This design comes from an exercise in tuning for small area, a short achievable clock period and few clock cycles per item on the open sky130 flow, not from production work.
RTL that was checked went through simulation tests only; none was proved equivalent to the original.

## stitch_blend
module stitch_blend (
    input  wire        clk,
    input  wire        rst,
    input  wire        in_valid,
    output wire        in_ready,
    input  wire        in_sol,       
    input  wire        in_apron,     
    input  wire [11:0] in_bg_y,
    input  wire [11:0] in_bg_cb,
    input  wire [11:0] in_bg_cr,
    input  wire [7:0]  in_vis,       
    input  wire [7:0]  in_cov,       
    input  wire [95:0] in_y,         
    input  wire [95:0] in_cb,
    input  wire [95:0] in_cr,
    input  wire [79:0] in_pa,        
    input  wire [79:0] in_ga,        
    output reg         out_valid,
    input  wire        out_ready,
    output reg         out_sol,
    output wire [9:0]  out_y,
    output wire [9:0]  out_c         
);
Size in the first run: ~2500 cells after synthesis, ~140 flip-flops, about 530 I/O pins, ~27000 sq um of cells after synthesis.
export LEC_CHECK = 0
export CAP_MARGIN = 20
export CORE_MARGIN = 2
export CORE_UTILIZATION = 40
export SLEW_MARGIN = 20
export SYNTH_HIERARCHICAL = 1
export SYNTH_MINIMUM_KEEP_SIZE = 0
create_clock -name core_clock -period 22.0 [get_ports {clk}]
standard.sh (not shown) runs the stock make flow with config.mk's settings and CLKGATE_MAP_FILE= SYNTH_SCRIPT=/design/flow/synth_recipe.tcl, a recipe that flattens the netlist after the stock synthesis.
==> flow/flow/run.sh <==
#!/bin/bash
# Standard layout, with the smallest buffer on every input and output port,
# and timing repair aimed at a setup slack margin well above zero.
set -euo pipefail
export BUFFER_PORTS_ARGS="-buffer_cell sky130_fd_sc_hd__buf_1"
export SETUP_SLACK_MARGIN=10.5
bash standard.sh > standard.log 2>&1
Testbench counts at the start, summed over its fixed seeds: cycles 22,632, pixels 19,200.
Then changed:
--- a/flow/flow/run.sh
+++ b/flow/flow/run.sh
@@ -4,4 +4,4 @@
 set -euo pipefail
 export BUFFER_PORTS_ARGS="-buffer_cell sky130_fd_sc_hd__buf_1"
-export SETUP_SLACK_MARGIN=10.5
+export SETUP_SLACK_MARGIN=11
 bash standard.sh > standard.log 2>&1
CORE_UTILIZATION = 50   (was 40)
=> Clock skew hardly moves; synthesized area stays the same; routed wire length goes down by a few percent; design area stays flat.
Then changed:
CORE_UTILIZATION = 40   (was 50)
=> Setup slack improves by 0.017 ns. Die area rose by 25%. Via count fell by 1.3%. Register-to-register slack improves by 0.17 ns. Global-route usage fell by 7.4 points.
Then changed:
CTS_BUF_LIST = sky130_fd_sc_hd__clkbuf_8   (was unset)
CTS_CLUSTER_DIAMETER = 80   (was unset)
CTS_CLUSTER_SIZE = 40   (was unset)
Routed wire length is about the same. Clock skew went up by 0.012 ns. Worst setup slack improves by 0.020 ns. Count of clock-buffer cells in the layout is unchanged. First-iteration DRC count went down by 3.9%. Fmax barely changes. Die area is unchanged. Non-clock buffer count stays the same. Cell area went down by 0.63%.

stitch_blend, a different RTL version from the one above (not shown whole).
Size: roughly 3200 cells after synthesis, roughly 530 I/O pins, about 0.029 mm² of cells after synthesis.
clock: 22.0 ns
lec_check: 0
cap_margin: 20
core_margin: 2
core_utilization: 40
slew_margin: 20
==> flow/flow/run.sh <==
#!/bin/bash
# Standard layout, with the smallest buffer on every input and output port,
# and timing repair aimed at a setup slack margin well above zero.
set -euo pipefail
export BUFFER_PORTS_ARGS="-buffer_cell sky130_fd_sc_hd__buf_1"
export SETUP_SLACK_MARGIN=12
bash standard.sh > standard.log 2>&1
Testbench counts at the start, summed over its fixed seeds: cycles 22,632, pixels 19,200.
==> next run, changes <==
==> flow/flow/run.sh (replaced) <==
#!/bin/bash
# Standard layout, with the smallest buffer on every input and output port.
set -euo pipefail
export BUFFER_PORTS_ARGS="-buffer_cell sky130_fd_sc_hd__buf_1"
bash standard.sh > standard.log 2>&1
=>
- sequential share of layout area goes up by 1.1 points
- routed wire length came out lower by 3.4%
- clock-buffer cell count went up by 2
- cell area goes down by 8.9%
- utilization fell by 4.4 points
- synthesized area is unchanged
- setup slack loses 1.5 ns
- global-route usage went down by 0.49 points
- non-clock buffer count goes down by 161
- worst hold slack stays flat

Setup of job 4807:
stitch_blend, a different RTL version from the one above (not shown whole).
For scale: ~130 flip-flops, ~530 I/O pins, ~31000 um^2 of cells after synthesis.
clock: 22.0 ns
lec_check: 0
cap_margin: 20
core_margin: 2
core_utilization: 40
slew_margin: 20
run.sh (not shown) runs the stock make flow with config.mk's settings and CLKGATE_MAP_FILE= SYNTH_SCRIPT=/design/flow/synth_recipe.tcl, a recipe that flattens the netlist after the stock synthesis.
Stock flow here: none of the scripts above is used.
Job 4807 did not stop at any stage, and its layout met the timing, DRC and antenna checks.
What job 7570 does differently from job 4807 at the input level:
- setting SETUP_SLACK_MARGIN to 5 for the first time
- setting ABC_CLOCK_PERIOD_IN_PS to 10000 for the first time
## What came out
Re top fanout value on the critical path: no difference whatsoever between job 4807 and job 7570.
Reported for job 7570 and job 4807, total met3 wirelength after detailed routing turned out identical to the last digit.
Diff job 4807..job 7570 | count of max-cap constraint violations | unchanged
Re hold slack: no difference whatsoever between job 4807 and job 7570.
Reported for job 7570 and job 4807, sequential fraction of total cell area turned out identical to the last digit.
Any difference in wire length of the first global-routing pass between job 7570 and job 4807 is small enough to ignore.
In terms of reg-to-reg setup timing slack, job 7570 and job 4807 differ only marginally.
Function was not checked in any run of this note: the RTL went through the layout flow alone.

stitch_blend with an RTL version that a note above also has.
Size: about 2,500 cells after synthesis, about 140 flip-flops, roughly 530 I/O pins, ~0.027 sq mm of cells after synthesis.
// stitch_blend
module stitch_blend (
    input  wire        clk,
    input  wire        rst,
    input  wire        in_valid,
    output wire        in_ready,
    input  wire        in_sol,       
    input  wire        in_apron,     
    input  wire [11:0] in_bg_y,
    input  wire [11:0] in_bg_cb,
    input  wire [11:0] in_bg_cr,
    input  wire [7:0]  in_vis,       
    input  wire [7:0]  in_cov,       
    input  wire [95:0] in_y,         
    input  wire [95:0] in_cb,
    input  wire [95:0] in_cr,
    input  wire [79:0] in_pa,        
    input  wire [79:0] in_ga,        
    output reg         out_valid,
    input  wire        out_ready,
    output reg         out_sol,
    output wire [9:0]  out_y,
    output wire [9:0]  out_c         
);
Settings: LEC_CHECK=0, CAP_MARGIN=20, CORE_MARGIN=2, CORE_UTILIZATION=40, SLEW_MARGIN=20, SYNTH_HIERARCHICAL=1, SYNTH_MINIMUM_KEEP_SIZE=0; clock period 22.0 ns.
standard.sh (not shown) runs the stock make flow with config.mk's settings and CLKGATE_MAP_FILE= SYNTH_SCRIPT=/design/flow/synth_recipe.tcl, a recipe that flattens the netlist after the stock synthesis.
==> flow/flow/run.sh <==
#!/bin/bash
# Standard layout, with the smallest buffer on every input and output port,
# and timing repair aimed at a setup slack margin well above zero.
set -euo pipefail
export BUFFER_PORTS_ARGS="-buffer_cell sky130_fd_sc_hd__buf_1"
export SETUP_SLACK_MARGIN=11.5
bash standard.sh > standard.log 2>&1
Testbench counts at the start, summed over its fixed seeds: cycles 22,632, pixels 19,200.
Next try:
--- a/flow/flow/run.sh
+++ b/flow/flow/run.sh
@@ -5,3 +5,3 @@
 export BUFFER_PORTS_ARGS="-buffer_cell sky130_fd_sc_hd__buf_1"
-export SETUP_SLACK_MARGIN=11.5
+export SETUP_SLACK_MARGIN=11
 bash standard.sh > standard.log 2>&1
CTS_BUF_LIST = sky130_fd_sc_hd__clkbuf_8   (was default)
After rerunning: Utilization shrinks by 0.44 points; count of clock-buffer cells in the layout stays the same; sequential cell count is unchanged; cell area shrinks slightly; area after synthesis stays the same; critical path depth is unchanged; register-to-register slack loses 250 ps; wire length is about the same; worst setup slack gains 5.0 ps.

Another version of the RTL of stitch_blend (not shown whole).
For scale: roughly 3100 cells after synthesis, ~130 flip-flops, roughly 530 I/O pins, ~0.028 mm2 of cells after synthesis.
==> flow/config.mk <==
export PLATFORM = sky130hd
export DESIGN_NAME = stitch_blend
export DESIGN_NICKNAME = stitch_blend
export VERILOG_FILES = /design/flow/design.v
export SDC_FILE = /design/flow/constraint.sdc
export NUM_CORES = 4
export LEC_CHECK = 0
export CAP_MARGIN = 20
export CORE_MARGIN = 2
export CORE_UTILIZATION = 40
export SLEW_MARGIN = 20
==> flow/constraint.sdc <==
create_clock -name core_clock -period 22.0 [get_ports {clk}]
set_input_delay 4.4000 -clock core_clock [delete_from_list [all_inputs] [get_ports {clk}]]
set_output_delay 4.4000 -clock core_clock [all_outputs]
set_load 0.01 [all_outputs]
run.sh (not shown) runs the stock make flow with config.mk's settings and CLKGATE_MAP_FILE= SYNTH_SCRIPT=/design/flow/synth_recipe.tcl, a recipe that flattens the netlist after the stock synthesis.
Stock flow here: none of the scripts above is used.
Testbench counts at the start, summed over its fixed seeds: cycles 22,632, pixels 19,200.
Then changed:
==> flow/flow/run.sh (new file) <==
#!/bin/bash
# Standard layout, with the smallest buffer on every input and output port.
set -euo pipefail
export BUFFER_PORTS_ARGS="-buffer_cell sky130_fd_sc_hd__buf_1"
bash standard.sh > standard.log 2>&1
==> flow/standard.sh (new file) <==
#!/bin/bash
# synth_recipe.tcl (not shown) runs the flow's synth.tcl, then flattens the netlist and writes it again
# the make line also repeats each setting of config.mk as NAME=value (left out here)
make -C /OpenROAD-flow-scripts/flow DESIGN_CONFIG=/design/flow/config.mk WORK_HOME=/design/flow/orfs CLKGATE_MAP_FILE= SYNTH_SCRIPT=/design/flow/synth_recipe.tcl "${@:-finish}"
removed: flow/run.sh
Result:
- via count went down by 2.4%
- hold slack loses 0.0086 ns
- cell area went down by 9.5%

[what the ideal ports hide]
In the flow no input, the clock included, has a driving cell. The finished layouts below were timed again as built, in two steps. Step 1 sets driving cells, clkbuf_16 on the clock port and buf_2 on the other inputs (assumed; they add their load-dependent delay and slew). Step 2 times the ports against the registers' clock, not the clock port: input delays grow and output delays shrink by t, the midpoint of the rising clock arrivals with the driver on. Three values: no drivers, after step 1, after step 2; two values: the first two.
| run | t (ns) | setup slack, ns | clock arrival spread, ns | worst register clock-pin slew, ns | cell pins on the clock port's net |
|---|---|---|---|---|---|
| the first run of note 1 | 0.573 | 10.687 / 10.656 / 10.656 | 0.019 / 0.019 | 0.08 / 0.08 | 1 |
| the second run of note 1 | 0.542 | 10.950 / 10.914 / 10.914 | 0.019 / 0.020 | 0.08 / 0.08 | 1 |
| the third run of note 1 | 0.571 | 10.967 / 10.923 / 10.923 | 0.017 / 0.017 | 0.08 / 0.08 | 1 |
| the fourth run of note 1 | 0.639 | 10.986 / 10.930 / 10.930 | 0.028 / 0.029 | 0.11 / 0.11 | 1 |
| the first run of note 2 | 0.533 | 10.850 / 10.704 / 10.704 | 0.018 / 0.018 | 0.07 / 0.07 | 1 |
| the second run of note 2 | 0.561 | 9.358 / 9.324 / 9.324 | 0.017 / 0.017 | 0.07 / 0.07 | 1 |
| job 4807 | 0.502 | 6.061 / 6.095 / 5.594 | 0.018 / 0.017 | 0.08 / 0.08 | 1 |
| job 7570 | 0.502 | 6.061 / 6.095 / 5.594 | 0.018 / 0.017 | 0.08 / 0.08 | 1 |
| the first run of note 4 | 0.571 | 10.981 / 10.917 / 10.917 | 0.017 / 0.017 | 0.08 / 0.08 | 1 |
| the second run of note 4 | 0.639 | 10.986 / 10.930 / 10.930 | 0.028 / 0.029 | 0.11 / 0.11 | 1 |
| the first run of note 5 | 0.562 | 8.478 / 8.503 / 7.941 | 0.026 / 0.026 | 0.09 / 0.09 | 1 |
| the second run of note 5 | 0.556 | 8.382 / 8.415 / 7.859 | 0.021 / 0.022 | 0.08 / 0.08 | 1 |
After both steps setup and hold are still met in every run listed. For the first run of note 5, which loses most, drivers alone change the setup slack by +0.025 ns; drivers and shift together by -0.537 ns.
